This design comes from an exercise in tuning for small area, a short achievable clock period and few clock cycles per item on the open sky130 flow, not from production work. The RTL was checked by simulation tests, not by an equivalence proof against the original design.

## red
==> flow/design.v <==
module pv_sha256 (
    input  wire         clk,
    input  wire         rst,
    input  wire         in_valid,
    output wire         in_ready,
    input  wire         in_first,
    input  wire [511:0] in_block,
    output reg          out_valid,
    output wire [255:0] out_digest
);
    localparam [255:0] IV = {
        32'h6a09e667, 32'hbb67ae85, 32'h3c6ef372, 32'ha54ff53a,
        32'h510e527f, 32'h9b05688c, 32'h1f83d9ab, 32'h5be0cd19
    };
    function [31:0] rotr;
        input [31:0] x;
        input [4:0]  n;
        begin
            rotr = (x >> n) | (x << (6'd32 - {1'b0, n}));
        end
    endfunction
    function [31:0] kconst;
        input [5:0] i;
        begin
            case (i)
                6'd0:  kconst = 32'h428a2f98;  6'd1:  kconst = 32'h71374491;
                6'd2:  kconst = 32'hb5c0fbcf;  6'd3:  kconst = 32'he9b5dba5;
                6'd4:  kconst = 32'h3956c25b;  6'd5:  kconst = 32'h59f111f1;
                6'd6:  kconst = 32'h923f82a4;  6'd7:  kconst = 32'hab1c5ed5;
                6'd8:  kconst = 32'hd807aa98;  6'd9:  kconst = 32'h12835b01;
                6'd10: kconst = 32'h243185be;  6'd11: kconst = 32'h550c7dc3;
                6'd12: kconst = 32'h72be5d74;  6'd13: kconst = 32'h80deb1fe;
                6'd14: kconst = 32'h9bdc06a7;  6'd15: kconst = 32'hc19bf174;
                6'd16: kconst = 32'he49b69c1;  6'd17: kconst = 32'hefbe4786;
                6'd18: kconst = 32'h0fc19dc6;  6'd19: kconst = 32'h240ca1cc;
                6'd20: kconst = 32'h2de92c6f;  6'd21: kconst = 32'h4a7484aa;
                6'd22: kconst = 32'h5cb0a9dc;  6'd23: kconst = 32'h76f988da;
                6'd24: kconst = 32'h983e5152;  6'd25: kconst = 32'ha831c66d;
                6'd26: kconst = 32'hb00327c8;  6'd27: kconst = 32'hbf597fc7;
                6'd28: kconst = 32'hc6e00bf3;  6'd29: kconst = 32'hd5a79147;
                6'd30: kconst = 32'h06ca6351;  6'd31: kconst = 32'h14292967;
                6'd32: kconst = 32'h27b70a85;  6'd33: kconst = 32'h2e1b2138;
                6'd34: kconst = 32'h4d2c6dfc;  6'd35: kconst = 32'h53380d13;
                6'd36: kconst = 32'h650a7354;  6'd37: kconst = 32'h766a0abb;
                6'd38: kconst = 32'h81c2c92e;  6'd39: kconst = 32'h92722c85;
                6'd40: kconst = 32'ha2bfe8a1;  6'd41: kconst = 32'ha81a664b;
                6'd42: kconst = 32'hc24b8b70;  6'd43: kconst = 32'hc76c51a3;
                6'd44: kconst = 32'hd192e819;  6'd45: kconst = 32'hd6990624;
                6'd46: kconst = 32'hf40e3585;  6'd47: kconst = 32'h106aa070;
                6'd48: kconst = 32'h19a4c116;  6'd49: kconst = 32'h1e376c08;
                6'd50: kconst = 32'h2748774c;  6'd51: kconst = 32'h34b0bcb5;
                6'd52: kconst = 32'h391c0cb3;  6'd53: kconst = 32'h4ed8aa4a;
                6'd54: kconst = 32'h5b9cca4f;  6'd55: kconst = 32'h682e6ff3;
                6'd56: kconst = 32'h748f82ee;  6'd57: kconst = 32'h78a5636f;
                6'd58: kconst = 32'h84c87814;  6'd59: kconst = 32'h8cc70208;
                6'd60: kconst = 32'h90befffa;  6'd61: kconst = 32'ha4506ceb;
                6'd62: kconst = 32'hbef9a3f7;  default: kconst = 32'hc67178f2;
            endcase
        end
    endfunction
    reg        run;         
    reg [6:0]  cnt;         
    reg        ready_q;     
    reg        prep;        
    reg        fin;         
    reg        first_q;     
    wire accept = in_valid & ready_q;
    assign in_ready = ready_q;
    always @(posedge clk) begin
        if (rst) begin
            run       <= 1'b0;
            cnt       <= 7'd0;
            ready_q   <= 1'b1;
            prep      <= 1'b0;
            fin       <= 1'b0;
            out_valid <= 1'b0;
        end else begin
            fin       <= run & (cnt == 7'd64);
            out_valid <= fin;
            prep      <= accept;
            if (accept) begin
                run     <= 1'b1;
                cnt     <= 7'd0;
                ready_q <= 1'b0;
            end else if (run) begin
                cnt <= cnt + 7'd1;
                if (cnt == 7'd63)
                    ready_q <= 1'b1;
                if (cnt == 7'd64)
                    run <= 1'b0;
            end
        end
    end
    always @(posedge clk) begin
        if (accept)
            first_q <= in_first;
    end
    reg [31:0] a, b, c, d, e, f, g, h;
    reg [31:0] p;                   
    reg [511:0] w;                  
    reg [31:0] r0, r1, r2, r3;      
    reg [31:0] q0, q1, q2, q3;      
    reg        ph_sh;       
    reg        ga;          
    reg        use_iv;      
    reg  [2:0] ivs;         
    wire c61_63 = run & (cnt >= 7'd61) & (cnt <= 7'd63);
    wire c64    = run & (cnt == 7'd64);
    always @(posedge clk) begin
        ph_sh  <= prep | c61_63;
        ga     <= c61_63 | c64;
        use_iv <= first_q & (c61_63 | c64);
        ivs    <= {cnt == 7'd63, cnt == 7'd62, cnt == 7'd61};
    end
    wire [31:0] iv_r = ivs[0] ? IV[159:128] : ivs[1] ? IV[191:160] :
                       ivs[2] ? IV[223:192] : IV[255:224];
    wire [31:0] iv_q = ivs[0] ? IV[31:0]    : ivs[1] ? IV[63:32]   :
                       ivs[2] ? IV[95:64]   : IV[127:96];
    wire [31:0] xr = use_iv ? iv_r : r3;
    wire [31:0] xq = use_iv ? iv_q : q3;
    wire [31:0] sr = xr + (ga ? a : 32'd0);
    wire [31:0] sq = xq + (ga ? e : 32'd0);
    always @(posedge clk) begin
        if (ph_sh) begin
            r0 <= sr; r1 <= r0; r2 <= r1; r3 <= r2;
            q0 <= sq; q1 <= q0; q2 <= q1; q3 <= q2;
        end else if (fin) begin
            r3 <= sr;
            q3 <= sq;
        end
    end
    assign out_digest = {r3, r0, r1, r2, q3, q0, q1, q2};
    wire [255:0] chain = first_q ? IV : {sr, r0, r1, r2, sq, q0, q1, q2};
    wire [31:0] s1 = rotr(e, 5'd6) ^ rotr(e, 5'd11) ^ rotr(e, 5'd25);
    wire [31:0] ch = (e & f) ^ (~e & g);
    wire [31:0] s0 = rotr(a, 5'd2) ^ rotr(a, 5'd13) ^ rotr(a, 5'd22);
    wire [31:0] mj = (a & b) | (c & (a | b));
    wire [31:0] x1s = p ^ ch ^ mj;
    wire [31:0] x1c = (p & ch) | (mj & (p | ch));
    wire [31:0] x1cc = {x1c[30:0], 1'b0};
    wire [31:0] x2s = x1s ^ x1cc ^ s1;
    wire [31:0] x2c = (x1s & x1cc) | (s1 & (x1s | x1cc));
    wire [31:0] x2cc = {x2c[30:0], 1'b0};
    wire [31:0] x3s = x2s ^ x2cc ^ s0;
    wire [31:0] x3c = (x2s & x2cc) | (s0 & (x2s | x2cc));
    wire [31:0] a_n = x3s + {x3c[30:0], 1'b0};
    wire [31:0] y1s = p ^ ch ^ d;
    wire [31:0] y1c = (p & ch) | (d & (p | ch));
    wire [31:0] y1cc = {y1c[30:0], 1'b0};
    wire [31:0] y2s = y1s ^ y1cc ^ s1;
    wire [31:0] y2c = (y1s & y1cc) | (s1 & (y1s | y1cc));
    wire [31:0] e_n = y2s + {y2c[30:0], 1'b0};
    wire [31:0] w0  = w[511:480];
    wire [31:0] w1  = w[479:448];
    wire [31:0] w9  = w[223:192];
    wire [31:0] w14 = w[63:32];
    wire [31:0] ss0 = rotr(w1, 5'd7) ^ rotr(w1, 5'd18) ^ (w1 >> 3);
    wire [31:0] ss1 = rotr(w14, 5'd17) ^ rotr(w14, 5'd19) ^ (w14 >> 10);
    wire [31:0] z1s = w0 ^ w9 ^ ss0;
    wire [31:0] z1c = (w0 & w9) | (ss0 & (w0 | w9));
    wire [31:0] z1cc = {z1c[30:0], 1'b0};
    wire [31:0] z2s = z1s ^ z1cc ^ ss1;
    wire [31:0] z2c = (z1s & z1cc) | (ss1 & (z1s | z1cc));
    wire [31:0] w_n = z2s + {z2c[30:0], 1'b0};
    wire [31:0] hsrc = prep ? chain[31:0] : g;
    wire [31:0] kt   = kconst(cnt[5:0]);
    wire [31:0] u1s  = hsrc ^ kt ^ w0;
    wire [31:0] u1c  = (hsrc & kt) | (w0 & (hsrc | kt));
    wire [31:0] p_n  = u1s + {u1c[30:0], 1'b0};
    always @(posedge clk) begin
        if (ready_q)
            w <= in_block;
        else
            w <= {w[479:0], w_n};
        p <= p_n;
        if (prep) begin
            {a, b, c, d, e, f, g, h} <= chain;
        end else begin
            a <= a_n; b <= a; c <= b; d <= c;
            e <= e_n; f <= e; g <= f; h <= g;
        end
    end
endmodule
export LEC_CHECK = 0
export CAP_MARGIN = 30
export CORE_MARGIN = 2
export CORE_UTILIZATION = 40
export SLEW_MARGIN = 40
create_clock -name core_clock -period 8.5 [get_ports {clk}]
run.sh (not shown) runs the stock make flow with config.mk's settings and CLKGATE_MAP_FILE= SYNTH_SCRIPT=/design/flow/synth_recipe.tcl, a recipe that flattens the netlist after the stock synthesis.
Testbench counts of red, summed over its fixed seeds: cycles 24,984, blocks 384.
> inputs changed (red -> purple)
-- flow/design.v --
<<< red, line 65
    reg        fin;         
    reg        first_q;     
    wire accept = in_valid & ready_q;
    assign in_ready = ready_q;
>>> purple, line 65
    reg        fin;         
    reg        first_q;     
    reg        first_f;     
    wire accept = in_valid & ready_q;
    assign in_ready = ready_q;
<<< red, line 95
        if (accept)
            first_q <= in_first;
    end
    reg [31:0] a, b, c, d, e, f, g, h;
>>> purple, line 96
        if (accept)
            first_q <= in_first;
        first_f <= first_q;
    end
    reg [31:0] a, b, c, d, e, f, g, h;
<<< red, line 101
    reg [31:0] r0, r1, r2, r3;      
    reg [31:0] q0, q1, q2, q3;      
    reg        ph_sh;       
    reg        ga;          
    reg        use_iv;      
    reg  [2:0] ivs;         
    wire c61_63 = run & (cnt >= 7'd61) & (cnt <= 7'd63);
    wire c64    = run & (cnt == 7'd64);
    always @(posedge clk) begin
        ph_sh  <= prep | c61_63;
        ga     <= c61_63 | c64;
        use_iv <= first_q & (c61_63 | c64);
        ivs    <= {cnt == 7'd63, cnt == 7'd62, cnt == 7'd61};
    end
    wire [31:0] iv_r = ivs[0] ? IV[159:128] : ivs[1] ? IV[191:160] :
                       ivs[2] ? IV[223:192] : IV[255:224];
    wire [31:0] iv_q = ivs[0] ? IV[31:0]    : ivs[1] ? IV[63:32]   :
                       ivs[2] ? IV[95:64]   : IV[127:96];
    wire [31:0] xr = use_iv ? iv_r : r3;
    wire [31:0] xq = use_iv ? iv_q : q3;
>>> purple, line 103
    reg [31:0] r0, r1, r2, r3;      
    reg [31:0] q0, q1, q2, q3;      
    wire ph_rot = run & (cnt == 7'd1);
    wire ph_add = run & (cnt >= 7'd62) & (cnt <= 7'd64);
    wire ga     = ph_add | fin;
    wire use_iv = (ph_add & first_q) | (fin & first_f);
    reg [31:0] iv_r, iv_q;
    always @(*) begin
        if (fin) begin
            iv_r = IV[255:224]; iv_q = IV[127:96];
        end else begin
            case (cnt[1:0])
                2'd2:    begin iv_r = IV[159:128]; iv_q = IV[31:0];  end   
                2'd3:    begin iv_r = IV[191:160]; iv_q = IV[63:32]; end   
                default: begin iv_r = IV[223:192]; iv_q = IV[95:64]; end   
            endcase
        end
    end
    wire [31:0] xr = use_iv ? iv_r : r3;
    wire [31:0] xq = use_iv ? iv_q : q3;
<<< red, line 122
    wire [31:0] sq = xq + (ga ? e : 32'd0);
    always @(posedge clk) begin
        if (ph_sh) begin
            r0 <= sr; r1 <= r0; r2 <= r1; r3 <= r2;
            q0 <= sq; q1 <= q0; q2 <= q1; q3 <= q2;
>>> purple, line 124
    wire [31:0] sq = xq + (ga ? e : 32'd0);
    always @(posedge clk) begin
        if (ph_rot | ph_add) begin
            r0 <= sr; r1 <= r0; r2 <= r1; r3 <= r2;
            q0 <= sq; q1 <= q0; q2 <= q1; q3 <= q2;
Notes after the runs:
- Both conditions hold for red: the flow ran to the end and the final layout passed the timing, DRC and antenna checks.
- purple completed every stage of the flow, and the final layout passed the timing, DRC and antenna checks.
- purple ended up with a lower wire length of the first global-routing pass than red did.
- Going from red to purple, via count normalized by instance count grew slightly.
- Lower number of search-and-repair iterations in the first detailed-routing pass among red and purple: purple
- The number of clock-tree buffers in the layout in purple is 0.859 times that in red.
- The share of synthesized area occupied by flip-flops and latches reported for purple is greater than that of red by 0.49 points.
Testbench counts of purple, summed over its fixed seeds: cycles 24,984, blocks 384.

-- what the ideal ports hide --
The results above use ideal ports. As a check the final layouts listed here were re-extracted and re-timed, cells and wires unchanged. Step 1: set_driving_cell puts a clkbuf_16 on clk and a buf_2 on each other input, an assumption about the parent block. Step 2 also shifts input and output timing later by t, the mid clock arrival at the registers, as if the neighbouring blocks saw the same clock. a / b / c = ideal / step 1 / step 2; a / b = the first two.
run	shift t [ns]	setup WS [ns]	hold slack, ns	worst setup path at the end	cell pins on the clock port's net
red	0.845	2.927 / 2.927 / 2.694	0.445 / 0.445 / 0.445	input to register	1
purple	0.842	2.000 / 2.000 / 2.000	0.398 / 0.398 / 0.398	register to register	1
After both steps setup and hold are still met in every run listed. The setup slack of red, which loses most, moves by 0.000 ns with the drivers and by -0.233 ns with both steps.
